This design comes from an exercise in tuning for small area and a short achievable clock period on the open sky130 flow, not from production work. Only simulation tests tie the RTL to the original design; equivalence was not proved. No activity file was given, so power comes from the tool's default toggle rates.

==> 07-26 <==
==> flow/design.v (excerpt) <==
module ecc80_64 (
    input  wire        clk,
    input  wire [63:0] enc_data,
    output reg  [15:0] enc_check,     
    input  wire [79:0] dec_word,
    output reg  [63:0] dec_data,      
    output reg  [1:0]  dec_status,    
    output reg  [3:0]  dec_symbol     
);
export LEC_CHECK = 0
export CAP_MARGIN = 20
export CORE_MARGIN = 2
export CORE_UTILIZATION = 60
export GPL_TIMING_DRIVEN = 0
export SLEW_MARGIN = 20
export SYNTH_HIERARCHICAL = 1
export SYNTH_MINIMUM_KEEP_SIZE = 0
create_clock -name core_clock -period 10.0 [get_ports {clk}]
standard.sh (not shown) runs the stock make flow with config.mk's settings and CLKGATE_MAP_FILE= SYNTH_SCRIPT=/design/flow/synth_recipe.tcl, a recipe that flattens the netlist after the stock synthesis.
==> flow/flow/run.sh <==
#!/bin/bash
# The standard layout (standard.sh), with these changes:
#  - the port buffers are sky130_fd_sc_hd__buf_1 instead of the delay-buffer
#    cell buffer_ports picks by default;
#  - timing repair after CTS aims for 5 ns of setup slack at the design's
#    10 ns clock (a shorter achieved period);
#  - no further timing repair after global routing.
# Make's output goes to flow_cts.log and flow_finish.log, each ORFS step's
# to orfs/logs/.
set -euo pipefail
BP="BUFFER_PORTS_ARGS=-buffer_cell sky130_fd_sc_hd__buf_1"
bash standard.sh "$BP" SETUP_SLACK_MARGIN=5 cts > flow_cts.log 2>&1
bash standard.sh "$BP" SKIP_INCREMENTAL_REPAIR=1 finish > flow_finish.log 2>&1
==> inputs of 04-17, as changes to 07-26 <==
--- a/flow/design.v
+++ b/flow/design.v
@@ -5,10 +5,13 @@
     assign y = ~(a ^ b);
 endmodule
 module ecc_nand4 (input wire [3:0] a, output wire y);
     assign y = ~&a;
 endmodule
+module ecc_o22ai (input wire a1, input wire a2, input wire b1, input wire b2, output wire y);
+    assign y = ~((a1 | a2) & (b1 | b2));
+endmodule
 module ecc_nor2 (input wire a, input wire b, output wire y);
     assign y = ~(a | b);
 endmodule
 module ecc_nor3 (input wire a, input wire b, input wire c, output wire y);
     assign y = ~(a | b | c);
@@ -17,15 +20,12 @@
     assign y = ~(a | b | c | d);
 endmodule
 module ecc_and2 (input wire a, input wire b, output wire y);
     assign y = a & b;
 endmodule
-module ecc_and3 (input wire a, input wire b, input wire c, output wire y);
-    assign y = a & b & c;
-endmodule
-module ecc_a31oi (input wire a1, input wire a2, input wire a3, input wire b, output wire y);
-    assign y = ~((a1 & a2 & a3) | b);
+module ecc_a21oi (input wire a1, input wire a2, input wire b, output wire y);
+    assign y = ~((a1 & a2) | b);
 endmodule
 module ecc_fix (input wire v, input wire s0, input wire z, output wire y);
     assign y = v ^ (s0 & z);
 endmodule
 module ecc80_64 (
@@ -679,11 +679,10 @@
     wire xs165;
     ecc_x2  u_xs165 (.a(xs37), .b(xs152), .y(xs165));
     wire xs166;
     ecc_x2  u_xs166 (.a(xs39), .b(xs144), .y(xs166));
     wire [7:0] s0 = {xs155, xs158, xs154, xs150, xs149, xs153, xs157, xs151};
-    wire [7:0] s0f = s0;
     wire [7:0] s1 = {xs164, xs166, xs162, xs165, xs161, xs163, xs160, xs159};
     wire xt0;
     ecc_x2  u_xt0 (.a(s0[6]), .b(s0[7]), .y(xt0));
     wire xt1;
     ecc_x2  u_xt1 (.a(s0[4]), .b(s0[5]), .y(xt1));
@@ -931,36 +930,31 @@
         end
     endgenerate
     wire [63:0] fixed;
     generate
         for (g = 0; g < 64; g = g + 1) begin : g_fix
-            ecc_fix u_fix (.v(dec_word[g]), .s0(s0f[g % 8]), .z(z[g / 8]), .y(fixed[g]));
-        end
-    endgenerate
-    wire [9:0] zs;
-    generate
-        for (g = 0; g < 10; g = g + 1) begin : g_zs
-            ecc_nor2 u_zs (.a(na[g]), .b(nb[g]), .y(zs[g]));
+            ecc_fix u_fix (.v(dec_word[g]), .s0(s0[g % 8]), .z(z[g / 8]), .y(fixed[g]));
         end
     endgenerate
-    wire n0123, n4567, n89, n024, n68, n015, n489, n0123b;
-    ecc_nor4 u_n0123 (.a(zs[0]), .b(zs[1]), .c(zs[2]), .d(zs[3]), .y(n0123));
-    ecc_nor4 u_n4567 (.a(zs[4]), .b(zs[5]), .c(zs[6]), .d(zs[7]), .y(n4567));
-    ecc_nor2 u_n89   (.a(zs[8]), .b(zs[9]), .y(n89));
-    ecc_nor3 u_n024  (.a(zs[0]), .b(zs[2]), .c(zs[4]), .y(n024));
-    ecc_nor2 u_n68   (.a(zs[6]), .b(zs[8]), .y(n68));
-    ecc_nor3 u_n015  (.a(zs[0]), .b(zs[1]), .c(zs[5]), .y(n015));
-    ecc_nor3 u_n489  (.a(zs[4]), .b(zs[8]), .c(zs[9]), .y(n489));
+    wire w01, w23, w45, w67, w89, w02, w46;
+    ecc_o22ai u_w01 (.a1(na[0]), .a2(nb[0]), .b1(na[1]), .b2(nb[1]), .y(w01));
+    ecc_o22ai u_w23 (.a1(na[2]), .a2(nb[2]), .b1(na[3]), .b2(nb[3]), .y(w23));
+    ecc_o22ai u_w45 (.a1(na[4]), .a2(nb[4]), .b1(na[5]), .b2(nb[5]), .y(w45));
+    ecc_o22ai u_w67 (.a1(na[6]), .a2(nb[6]), .b1(na[7]), .b2(nb[7]), .y(w67));
+    ecc_o22ai u_w89 (.a1(na[8]), .a2(nb[8]), .b1(na[9]), .b2(nb[9]), .y(w89));
+    ecc_o22ai u_w02 (.a1(na[0]), .a2(nb[0]), .b1(na[2]), .b2(nb[2]), .y(w02));
+    ecc_o22ai u_w46 (.a1(na[4]), .a2(nb[4]), .b1(na[6]), .b2(nb[6]), .y(w46));
     wire [3:0] symbol;
-    wire       unc, s0z, corr;
-    ecc_and2 u_sy0 (.a(n024),  .b(n68),   .y(symbol[0]));
-    ecc_and2 u_sy1 (.a(n015),  .b(n489),  .y(symbol[1]));
-    ecc_and2 u_sy2 (.a(n0123), .b(n89),   .y(symbol[2]));
-    ecc_and2 u_sy3 (.a(n0123), .b(n4567), .y(symbol[3]));
-    ecc_and3 u_unc (.a(n0123), .b(n4567), .c(n89), .y(unc));
-    assign s0z = ~|s0f;
-    ecc_a31oi u_corr (.a1(n0123), .a2(n4567), .a3(n89), .b(s0z), .y(corr));
+    wire       w4567n, unc, s0z, corr;
+    ecc_nor3 u_sy0 (.a(w02), .b(w46), .c(z[8]), .y(symbol[0]));
+    ecc_nor3 u_sy1 (.a(w01), .b(w45), .c(w89), .y(symbol[1]));
+    ecc_nor3 u_sy2 (.a(w01), .b(w23), .c(w89), .y(symbol[2]));
+    ecc_nor4 u_sy3 (.a(w01), .b(w23), .c(w45), .d(w67), .y(symbol[3]));
+    ecc_nor2 u_w4567n (.a(w45), .b(w67), .y(w4567n));
+    ecc_and2 u_unc (.a(symbol[2]), .b(w4567n), .y(unc));
+    assign s0z = ~|s0;
+    ecc_a21oi u_corr (.a1(symbol[2]), .a2(w4567n), .b(s0z), .y(corr));
     always @(posedge clk) begin
         dec_data   <= fixed;
         dec_status <= {unc, corr};
         dec_symbol <= symbol;
     end
==> summary of the runs <==
07-26 finished clean. 04-17 ran to the end with no violations. Of 04-17 and 07-26, 04-17 has the higher clock power (gap about 3%, measured against 07-26). Via count: 04-17 is larger than 07-26 (about 0.6%). Cell count: 04-17 is lower than 07-26 (about 0.6%). Against 07-26, the combinational power of 04-17 is larger by about 2%. Clock-buffer cell count is the same in 07-26 and 04-17. In 07-26 the maximum frequency is larger than in 04-17, by about 3%. Final area is about the same in 04-17 and 07-26. Of 07-26 and 04-17, 07-26 has the higher die area (gap about 0.4%, measured against 04-17). Critical path depth is the same in 07-26 and 04-17. Against 07-26, the first-iteration DRC count of 04-17 is higher by about 0.33%.

---

==> 03-05: inputs <==
ecc80_64, a different RTL version from the one above (not shown whole).
Settings: LEC_CHECK=0, CAP_MARGIN=20, CORE_MARGIN=2, CORE_UTILIZATION=65, GPL_TIMING_DRIVEN=0, SLEW_MARGIN=20, SYNTH_HIERARCHICAL=1, SYNTH_MINIMUM_KEEP_SIZE=0; clock period 10.0 ns.
run.sh (not shown) runs the stock make flow with config.mk's settings and CLKGATE_MAP_FILE= SYNTH_SCRIPT=/design/flow/synth_recipe.tcl, a recipe that flattens the netlist after the stock synthesis.
Stock flow here: none of the scripts above is used.
==> inputs of 09-19, as changes to 03-05 <==
--- a/flow/config.mk
+++ b/flow/config.mk
@@ -9,3 +9,3 @@
 export CORE_MARGIN = 2
-export CORE_UTILIZATION = 65
+export CORE_UTILIZATION = 50
 export GPL_TIMING_DRIVEN = 0
==> results.yml <==
run_status:
  status: "aborted with a tool error"
  tool.error: "[ERROR GPL-0301] Utilization 100.370 % exceeds 100%."
  haltStage: "global placement"
floorplanning:
  fp-row-count: 36
  chipHeight_um: 104.7
  die_w_um: 104.7
yosys:
  async_reset_ff_share_pct: 0
  synthAdderAreaFrac_pct: 0
  synth_xor_area_share_pct: 66.57
  ys.flop_type: "dfxtp_1"
the above is filed under 03-05

==> results.yml <==
route:
  met3WireLength_um: 1517
sta:
  rsz0062_at_grt: "false"
run_status:
  status: "finished clean"
power:
  seq_power_share_pct: 14.0
  internal_power_mw: 1.751
yosys:
  ys.flop_type: "dfxtp_1"
  synthAdderAreaFrac_pct: 0
  synth_xor_area_share_pct: 66.57
floorplanning:
  chipHeight_um: 118.8
  fp-row-count: 41
worst_setup_path:
  crit_slowest_cell: "nor2_1"
the above is filed under 09-19

-- static timing again, ports no longer ideal --
In the flow no input, the clock included, has a driving cell. The finished layouts below were timed again as built, in two steps.
Step 1 (the two cells are an assumption about what drives the block):
set clk [get_ports {clk}]
set_driving_cell -lib_cell sky130_fd_sc_hd__clkbuf_16 $clk
set_driving_cell -lib_cell sky130_fd_sc_hd__buf_2 [delete_from_list [all_inputs] $clk]
Step 2 also shifts input and output timing later by t, the mid clock arrival at the registers, as if the neighbouring blocks saw the same clock.
a / b / c = ideal ports / drivers / drivers and shift; a / b = the first two.
run | t, ns | setup WS [ns] | hold slack, ns | latest minus earliest clock arrival (ns) | slew at the worst register clock pin (ns)
07-26 | 0.419 | 4.908 / 4.922 / 4.502 | 1.898 / 1.887 / 2.306 | 0.017 / 0.017 | 0.10 / 0.10
04-17 | 0.409 | 4.760 / 4.760 / 4.351 | 1.882 / 1.879 / 2.288 | 0.018 / 0.018 | 0.10 / 0.10
09-19 | 0.383 | 3.125 / 3.122 / 2.739 | 2.329 / 2.322 / 2.705 | 0.008 / 0.008 | 0.07 / 0.07
After both steps setup and hold are still met in every run listed. The setup slack of 04-17, which loses most, moves by 0.000 ns with the drivers and by -0.409 ns with both steps.
